This design comes from an exercise in tuning for small area, a short achievable clock period and few clock cycles on the open sky130 flow, not from production work.
Function was checked by simulation only, so behaviour that the tests miss may differ from the original.
No activity file was given, so power comes from the tool's default toggle rates.

==> flow/design.v <==
module angle_step (
    input  wire        clk,
    input  wire        rst,         
    input  wire        cfg_we,
    input  wire [4:0]  cfg_k,
    input  wire        s_valid,
    output wire        s_ready,
    input  wire [63:0] s_time,      
    input  wire [63:0] s_pos,       
    output wire        r_valid,
    input  wire        r_ready,
    output wire [31:0] r_angle,     
    output wire [63:0] r_time,      
    output wire [31:0] late_cnt,
    output wire [31:0] ovs_cnt,
    output wire        idle
);
    localparam [63:0] LATE_TICKS = 64'd24_000_000;   
    localparam [63:0] MIN_GAP    = 64'd12_000;       
    localparam [2:0] S_IDLE = 3'd0,
                     S_LOOP = 3'd1,
                     S_RND  = 3'd2,
                     S_FIN  = 3'd3,
                     S_RUN  = 3'd4;
    reg [2:0]   state;
    reg         c_q;                
    reg [4:0]   k;
    reg         have_prev;
    reg         hw_valid;
    reg         last_valid;
    reg         out_v;
    reg         prep;               
    reg [5:0]   cnt;                
    reg         late_f, ovs_f;      
    reg [63:0]  t_b, p_b;           
    reg [63:16] hs;                 
    reg [63:0]  dq;                 
    reg [63:0]  x;                  
    reg [63:0]  d;                  
    reg [63:0]  qb;
    reg [63:0]  ra, rb;
    reg [63:0]  tc;                 
    reg [63:0]  last_tc;            
    reg [31:16] ang;
    reg [31:0]  late_r, ovs_r;
    wire [63:0] unit, lo;
    genvar gi;
    generate
        for (gi = 0; gi < 64; gi = gi + 1) begin : g_unit
            if (gi < 16) begin : g_lo
                assign unit[gi] = 1'b0;
                assign lo[gi]   = 1'b1;
            end else if (gi <= 26) begin : g_mid
                assign unit[gi] = (k == 32 - gi);
                assign lo[gi]   = (k < 32 - gi);
            end else begin : g_hi
                assign unit[gi] = 1'b0;
                assign lo[gi]   = 1'b0;
            end
        end
    endgenerate
    wire [63:0] hs64 = {hs, 16'd0};
    wire st_idle = (state == S_IDLE);
    wire st_loop = (state == S_LOOP) && !prep;
    wire st_prep = (state == S_LOOP) && prep;
    wire st_rnd  = (state == S_RND);
    wire st_fin  = (state == S_FIN);
    wire st_run  = (state == S_RUN);
    wire [63:0] pb_al = p_b & ~lo;
    wire        use_n = hw_valid && ($signed(hs64) > $signed(p_b));
    wire [63:0] base  = use_n ? hs64 : pb_al;
    wire        act   = $signed(base) < $signed(s_pos & ~lo);
    wire [63:0] inc_in = st_idle ? base : hs64;
    wire [63:0] inc_o  = ((inc_in | lo) + 64'd1) & ~lo;   
    assign s_ready = st_idle && !cfg_we;
    wire accept = s_valid && s_ready;
    wire        b    = dq[63];
    wire [66:0] a_a  = st_loop ? {2'b0, ra, 1'b0} : {3'b0, ra};
    wire [66:0] a_b  = st_loop ? (b ? {3'b0, x} : 67'd0) :
                       st_rnd  ? {4'b0, d[63:1]} :
                       (st_fin || st_run) ? {3'b0, rb} : 67'd0;
    wire [66:0] a_c1 = {3'b0, d};
    wire [66:0] pa   = a_a + a_b;
    wire [66:0] pa1  = pa - a_c1;
    wire [66:0] pa2  = pa - {2'b0, d, 1'b0};
    wire [66:0] b_a  = (state == S_LOOP) ? {2'b0, rb, 1'b0} : st_idle ? {3'b0, s_time} :
                       {3'b0, tc};
    wire [66:0] b_b  = st_loop ? (b ? {3'b0, unit} : 67'd0) :
                       st_fin  ? {3'b0, dq} :
                       st_run  ? {3'b0, qb} : 67'd0;
    wire        cr   = !pa1[66];                        
    wire        b_ci = (st_fin || st_run) && c_q;
    wire [67:0] pbw  = {b_a, b_ci} + {b_b, b_ci};
    wire [66:0] pb   = pbw[67:1];
    wire [66:0] b_c1 = (state == S_LOOP) ? {3'b0, d} : {3'b0, last_tc};
    wire [66:0] b_c2 = st_loop ? {2'b0, d, 1'b0} : {3'b0, t_b};
    wire [66:0] pb1  = pb - b_c1;
    wire [66:0] pb2  = pb - b_c2;
    wire        later = s_time > t_b;
    wire        ca2  = !pa2[66], ca1 = !pa1[66];
    wire        cb2  = !pb2[66], cb1 = !pb1[66];
    wire        ca_lo = ca1 && !ca2, cb_lo = cb1 && !cb2;
    wire [62:0] dq_p1 = dq[62:0] + 63'd1;               
    wire [63:0] qb_p1 = qb + 64'd1;
    wire [62:0] dq_hi = ca2 ? dq_p1 : dq[62:0];
    wire [63:0] qb_hi = cb2 ? qb_p1 : qb;
    wire [63:0] nm1 = (dq[63:32] == 32'd0) ? {dq[31:0], 32'd0}  : dq;
    wire [63:0] nm2 = (nm1[63:48] == 16'd0) ? {nm1[47:0], 16'd0} : nm1;
    wire [63:0] nm3 = (nm2[63:56] == 8'd0)  ? {nm2[55:0], 8'd0}  : nm2;
    wire [63:0] nm4 = (nm3[63:60] == 4'd0)  ? {nm3[59:0], 4'd0}  : nm3;
    wire [63:0] nm5 = (nm4[63:62] == 2'd0)  ? {nm4[61:0], 2'd0}  : nm4;
    wire [63:0] nm6 = (nm5[63] == 1'b0)     ? {nm5[62:0], 1'b0}  : nm5;
    wire [5:0]  nlz = {dq[63:32] == 32'd0, nm1[63:48] == 16'd0, nm2[63:56] == 8'd0,
                       nm3[63:60] == 4'd0, nm4[63:62] == 2'd0, nm5[63] == 1'b0};
    wire        res_now   = !late_f && !ovs_f;
    wire        late_nx   = (pb2[63:0] != 64'd0) && (pb2[63:0] < (64'd0 - LATE_TICKS));
    wire        gap_small = (pb1[63:0] < MIN_GAP);
    wire        inc_small = c_q ? (qb < MIN_GAP - 64'd1) : (qb < MIN_GAP);
    wire        ovs_nx    = (st_run && res_now) ? inc_small : (last_valid && gap_small);
    wire        last_st = (hs64 == pb_al);
    wire        can_go  = !out_v || r_ready;
    wire        cnt_up  = can_go && st_run && !res_now;
    wire [31:0] cnt_in  = late_f ? late_r : ovs_r;
    wire [31:0] cnt_inc = cnt_in + 32'd1;
    wire        cnt_sat = (cnt_in == 32'hFFFF_FFFF);
    assign idle     = st_idle && !out_v;
    assign r_valid  = out_v;
    assign r_angle  = {ang, 16'd0};
    assign r_time   = last_tc;
    assign late_cnt = late_r;
    assign ovs_cnt  = ovs_r;
    always @(posedge clk) begin
        if (rst) begin
            state      <= S_IDLE;
            k          <= 5'd10;
            have_prev  <= 1'b0;
            hw_valid   <= 1'b0;
            last_valid <= 1'b0;
            out_v      <= 1'b0;
            late_r     <= 32'd0;
            ovs_r      <= 32'd0;
        end else begin
            if (out_v && r_ready)
                out_v <= 1'b0;
            if (cnt_up && !cnt_sat) begin
                if (late_f)
                    late_r <= cnt_inc;
                else
                    ovs_r  <= cnt_inc;
            end
            case (state)
            S_IDLE: begin
                if (cfg_we) begin
                    if (cfg_k >= 5'd6 && cfg_k <= 5'd16)
                        k <= cfg_k;
                    hw_valid   <= 1'b0;
                    last_valid <= 1'b0;
                end else if (accept) begin
                    if (!have_prev || later) begin
                        have_prev <= 1'b1;
                        t_b       <= s_time;
                        p_b       <= s_pos;
                    end
                    if (have_prev && later && act) begin
                        dq       <= pb2[63:0];
                        ra       <= s_pos;          
                        d        <= p_b;            
                        rb       <= inc_o[63:1];
                        tc       <= t_b;
                        hs       <= inc_o[63:16];
                        hw_valid <= 1'b1;
                        qb       <= 64'd0;
                        prep     <= 1'b1;
                        state    <= S_LOOP;
                    end
                end
            end
            S_LOOP: begin
                if (prep) begin
                    x    <= pb1[63:0];
                    d    <= pa1[63:0];
                    ra   <= 64'd0;
                    rb   <= 64'd0;
                    dq   <= nm6;
                    cnt  <= nlz;
                    prep <= 1'b0;
                end else begin
                    ra  <= ca2 ? pa2[63:0] : ca1 ? pa1[63:0] : pa[63:0];
                    rb  <= cb2 ? pb2[63:0] : cb1 ? pb1[63:0] : pb[63:0];
                    dq  <= {dq_hi, ca_lo};
                    qb  <= {qb_hi[62:0], cb_lo};
                    cnt <= cnt + 6'd1;
                    if (cnt == 6'd63)
                        state <= S_RND;
                end
            end
            S_RND: begin
                ra     <= cr ? pa1[63:0] : pa[63:0];
                c_q    <= cr;
                state  <= S_FIN;
            end
            S_FIN: begin
                ra     <= cr ? pa1[63:0] : pa[63:0];
                c_q    <= cr;
                tc     <= pb[63:0];
                late_f <= late_nx;
                ovs_f  <= ovs_nx;
                state  <= S_RUN;
            end
            S_RUN: begin
                if (can_go) begin
                    if (res_now) begin
                        out_v      <= 1'b1;
                        last_valid <= 1'b1;
                        last_tc    <= tc;
                        ang        <= hs[31:16];
                    end
                    ra     <= cr ? pa1[63:0] : pa[63:0];
                    c_q    <= cr;
                    tc     <= pb[63:0];
                    late_f <= late_nx;
                    ovs_f  <= ovs_nx;
                    if (last_st)
                        state <= S_IDLE;
                    else
                        hs <= inc_o[63:16];
                end
            end
            default: state <= S_IDLE;
            endcase
        end
    end
endmodule
make LEC_CHECK=0 CAP_MARGIN=20 CORE_MARGIN=2 CORE_UTILIZATION=40 CTS_BUF_LIST='sky130_fd_sc_hd__clkbuf_4 sky130_fd_sc_hd__clkbuf_8' PLACE_DENSITY=0.6 SETUP_SLACK_MARGIN=3.0 SLEW_MARGIN=20 finish   # period 14.0 ns
run.sh (not shown) runs the stock make flow with config.mk's settings and CLKGATE_MAP_FILE= SYNTH_SCRIPT=/design/flow/synth_recipe.tcl, a recipe that flattens the netlist after the stock synthesis.
Testbench counts at the start, summed over its fixed seeds: cycles 96,340.
Next try:
Settings changed: CORE_UTILIZATION 40 to 50, PLACE_DENSITY 0.6 to 0.7, SETUP_SLACK_MARGIN 3.0 to 4.0.
Result: Final area rises by 1.3%. Clock skew came out higher by 11 ps. Setup slack is better by 1100 ps. Total power climbs by 0.81%. Global-route usage rises by 6.1 points. Critical path depth came out lower by 1. Combinational power rose by about 2%. Non-clock buffer count increases by 31. Sequential share of layout area drops by 0.37 points.
Next try:
Settings changed: CORE_UTILIZATION 50 to 40, CTS_BUF_LIST sky130_fd_sc_hd__clkbuf_4 sky130_fd_sc_hd__clkbuf_8 to default, PLACE_DENSITY 0.7 to 0.6, SETUP_SLACK_MARGIN 4.0 to default.
Effect: Final area fell by 1.7%; area after synthesis is unchanged; non-clock buffer count fell by 36; power fell by 0.82%; synthesized cell count is unchanged; sequential cell count does not change; global-route usage went down by 6.3 points; clock skew goes down by 17 ps; die area goes up by 25%.
Next try:
Settings changed: CORE_UTILIZATION 40 to 45, CTS_BUF_LIST from default to sky130_fd_sc_hd__clkbuf_4 sky130_fd_sc_hd__clkbuf_8, PLACE_DENSITY 0.6 to 0.65, SETUP_SLACK_MARGIN from default to 3.0.
=> Setup slack gets better by 990 ps; design area went down by 0.30%; hold slack gets better by 7.7 ps; synthesized area does not change.

## re-timing with driven ports
No port has a modelled driver above. Below, the same layouts with a new extraction and two added sets of constraints.
Step 1 sets driving cells, clkbuf_16 on the clock port and buf_2 on the other inputs (assumed; they add their load-dependent delay and slew).
Step 2 also shifts input and output timing later by t, the mid clock arrival at the registers, as if the neighbouring blocks saw the same clock.
Three values: no drivers, after step 1, after step 2; two values: the first two.
run	t, ns	setup slack, ns	hold slack, ns	latest minus earliest clock arrival (ns)	slew at the worst register clock pin (ns)
the first run	1.000	2.893 / 2.952 / 1.952	0.410 / 0.410 / 0.410	0.061 / 0.061	0.07 / 0.07
the second run	0.985	3.973 / 4.035 / 3.049	0.414 / 0.414 / 0.414	0.072 / 0.071	0.08 / 0.08
the third run	0.851	2.224 / 2.224 / 1.829	0.421 / 0.421 / 0.421	0.055 / 0.055	0.07 / 0.07
the fourth run	1.010	3.211 / 3.235 / 2.226	0.429 / 0.429 / 0.429	0.057 / 0.057	0.07 / 0.07
After both steps setup and hold are still met in every run listed. The setup slack of the fourth run, which loses most, moves by +0.024 ns with the drivers and by -0.985 ns with both steps.
